This is an optimization exercise on Yosys and OpenROAD, whose aim is small area, not a production implementation.
Only simulation tests tie the RTL to the original design; equivalence was not proved.
Power and IR drop assume default switching activity.

## lagoon
## lh8_sched_port
module lh8_sched_port (
    input  wire        clk,
    input  wire        rst,
    input  wire        tick,         
    input  wire        slot,         
    input  wire [7:0]  q_valid,      
    input  wire [7:0]  q_more,       
    input  wire [7:0]  cls_ok,       
    input  wire [55:0] hd_vlen,      
    input  wire [7:0]  hd_first,     
    input  wire [7:0]  hd_last,      
    input  wire        cfg_we,
    input  wire [1:0]  cfg_addr,     
    input  wire [31:0] cfg_wdata,
    input  wire        rd_en,
    input  wire [3:0]  rd_sel,
    output wire        deq_valid,
    output wire [2:0]  deq_tc,
    output reg         apply_ack,
    output reg         apply_bad,
    output reg  [31:0] rd_data
);
Size: roughly 5400 cells after synthesis, roughly 1100 flip-flops, ~180 I/O pins, about 0.059 mm2 of cells after synthesis.
export LEC_CHECK = 0
export CAP_MARGIN = 20
export CORE_MARGIN = 2
export CORE_UTILIZATION = 50
export CTS_CLUSTER_DIAMETER = 80
export CTS_CLUSTER_SIZE = 20
export SLEW_MARGIN = 20
create_clock -name core_clock -period 36.0 [get_ports {clk}]
run.sh (not shown) runs the stock make flow with config.mk's settings and CLKGATE_MAP_FILE= SYNTH_SCRIPT=/design/flow/synth_recipe.tcl, a recipe that flattens the netlist after the stock synthesis.
Changes in harbor relative to lagoon:
- CTS_CLUSTER_SIZE: 20 -> 40
- CTS_CLUSTER_DIAMETER: 80 -> 60
### Flow results
Compared with lagoon, harbor shows count of clock-buffer cells in the layout higher by 17. STATUS final instance area: harbor loses against lagoon. In the reports for lagoon and harbor, the larger minimum clock period belongs to lagoon. Taking lagoon as the reference, in harbor post-route worst setup slack saw an increase, number of vias after detailed routing saw little to no change.
Edits applied to the flow inputs when going from harbor to amber:
- changing CTS_CLUSTER_DIAMETER from 60 to 50
- changing CTS_CLUSTER_SIZE from 40 to 30
==> flow/flow/run.sh (new file) <==
#!/bin/bash
# The standard layout (standard.sh: standard synthesis, floorplan, place,
# CTS, route, finish), with one change: the buffer that placement puts on
# each input and output port is the smallest buffer cell, buf_1, instead of
# the cell buffer_ports picks on its own. make's full output goes to
# flow_make.log in this folder; ORFS's per-step logs are under orfs/logs/.
set -euo pipefail
bash standard.sh "BUFFER_PORTS_ARGS=-buffer_cell sky130_fd_sc_hd__buf_1" finish > flow_make.log 2>&1
==> flow/standard.sh (new file) <==
#!/bin/bash
# synth_recipe.tcl (not shown) runs the flow's synth.tcl, then flattens the netlist and writes it again
# the make line also repeats each setting of config.mk as NAME=value (left out here)
make -C /OpenROAD-flow-scripts/flow DESIGN_CONFIG=/design/flow/config.mk WORK_HOME=/design/flow/orfs CLKGATE_MAP_FILE= SYNTH_SCRIPT=/design/flow/synth_recipe.tcl "${@:-finish}"
removed: flow/run.sh
### Flow results
amber reached the final stage; the timing, design-rule and antenna checks on its layout passed. Diff harbor -> amber: post-route minimum period has increased; normalized max-slew margin now smaller; post-layout instance count excluding filler cells went up by 0.57%.

---

## rev 12
Another version of the RTL of lh8_sched_port (not shown whole).
Size in the first run: roughly 180 I/O pins, ~58000 um2 of cells after synthesis.
Settings: LEC_CHECK=0, CAP_MARGIN=20, CORE_MARGIN=2, CORE_UTILIZATION=50, CTS_CLUSTER_DIAMETER=80, CTS_CLUSTER_SIZE=20, SLEW_MARGIN=20; clock period 36.0 ns.
standard.sh (not shown) runs the stock make flow with config.mk's settings and CLKGATE_MAP_FILE= SYNTH_SCRIPT=/design/flow/synth_recipe.tcl, a recipe that flattens the netlist after the stock synthesis.
==> flow/flow/run.sh <==
#!/bin/bash
# The standard layout (standard.sh: standard synthesis, floorplan, place,
# CTS, route, finish), with one change: the buffer that placement puts on
# each input and output port is the smallest buffer cell, buf_1, instead of
# the cell buffer_ports picks on its own. make's full output goes to
# flow_make.log in this folder; ORFS's per-step logs are under orfs/logs/.
set -euo pipefail
bash standard.sh "BUFFER_PORTS_ARGS=-buffer_cell sky130_fd_sc_hd__buf_1" finish > flow_make.log 2>&1
--- input diff rev 12..rev 13 ---
# rev 12
export LEC_CHECK = 0
export CAP_MARGIN = 20
export CORE_MARGIN = 2
export CORE_UTILIZATION = 50
export CTS_CLUSTER_DIAMETER = 80
export CTS_CLUSTER_SIZE = 20
export SLEW_MARGIN = 20
create_clock -name core_clock -period 36.0 [get_ports {clk}]
# rev 13
export LEC_CHECK = 0
export CAP_MARGIN = 20
export CORE_MARGIN = 2
export CORE_UTILIZATION = 55
export CTS_CLUSTER_DIAMETER = 100
export CTS_CLUSTER_SIZE = 22
export SLEW_MARGIN = 20
create_clock -name core_clock -period 36.0 [get_ports {clk}]
[summary]
Design internal power in rev 13 is 2.7% below rev 12.
The depth of the worst hold-timing path of rev 13 is lower than that of rev 12.
Summary of rev 13 over rev 12: clock network power share decreased 2.2 points, final HPWL from detailed placement increased about 2%.
Higher part of the total power dissipated in combinational logic among rev 12 and rev 13: rev 13

port drivers added, routing unchanged:
The flow's constraints put no driver on any port. The routed layouts listed below were extracted and timed again, unchanged, in two steps. Step 1 assumes that a clkbuf_16 drives the clock port and a buf_2 every other input. Step 2 times the ports against the registers' clock, not the clock port: input delays grow and output delays shrink by t, the midpoint of the rising clock arrivals with the driver on. a / b / c = ideal / step 1 / step 2; a / b = the first two.
| run | t, ns | slack for setup (ns) | cell pins on the clock port's net |
|---|---|---|---|
| lagoon | 0.784 | 4.453 / 4.505 / 3.721 | 1 |
| harbor | 0.816 | 4.562 / 4.610 / 3.794 | 1 |
| amber | 0.863 | 4.002 / 4.057 / 3.194 | 1 |
| rev 12 | 0.756 | 3.971 / 4.028 / 3.272 | 1 |
| rev 13 | 0.813 | 4.037 / 4.103 / 3.290 | 1 |
After both steps setup and hold are still met in every run listed. For amber, which loses most, drivers alone change the setup slack by +0.055 ns; drivers and shift together by -0.808 ns.
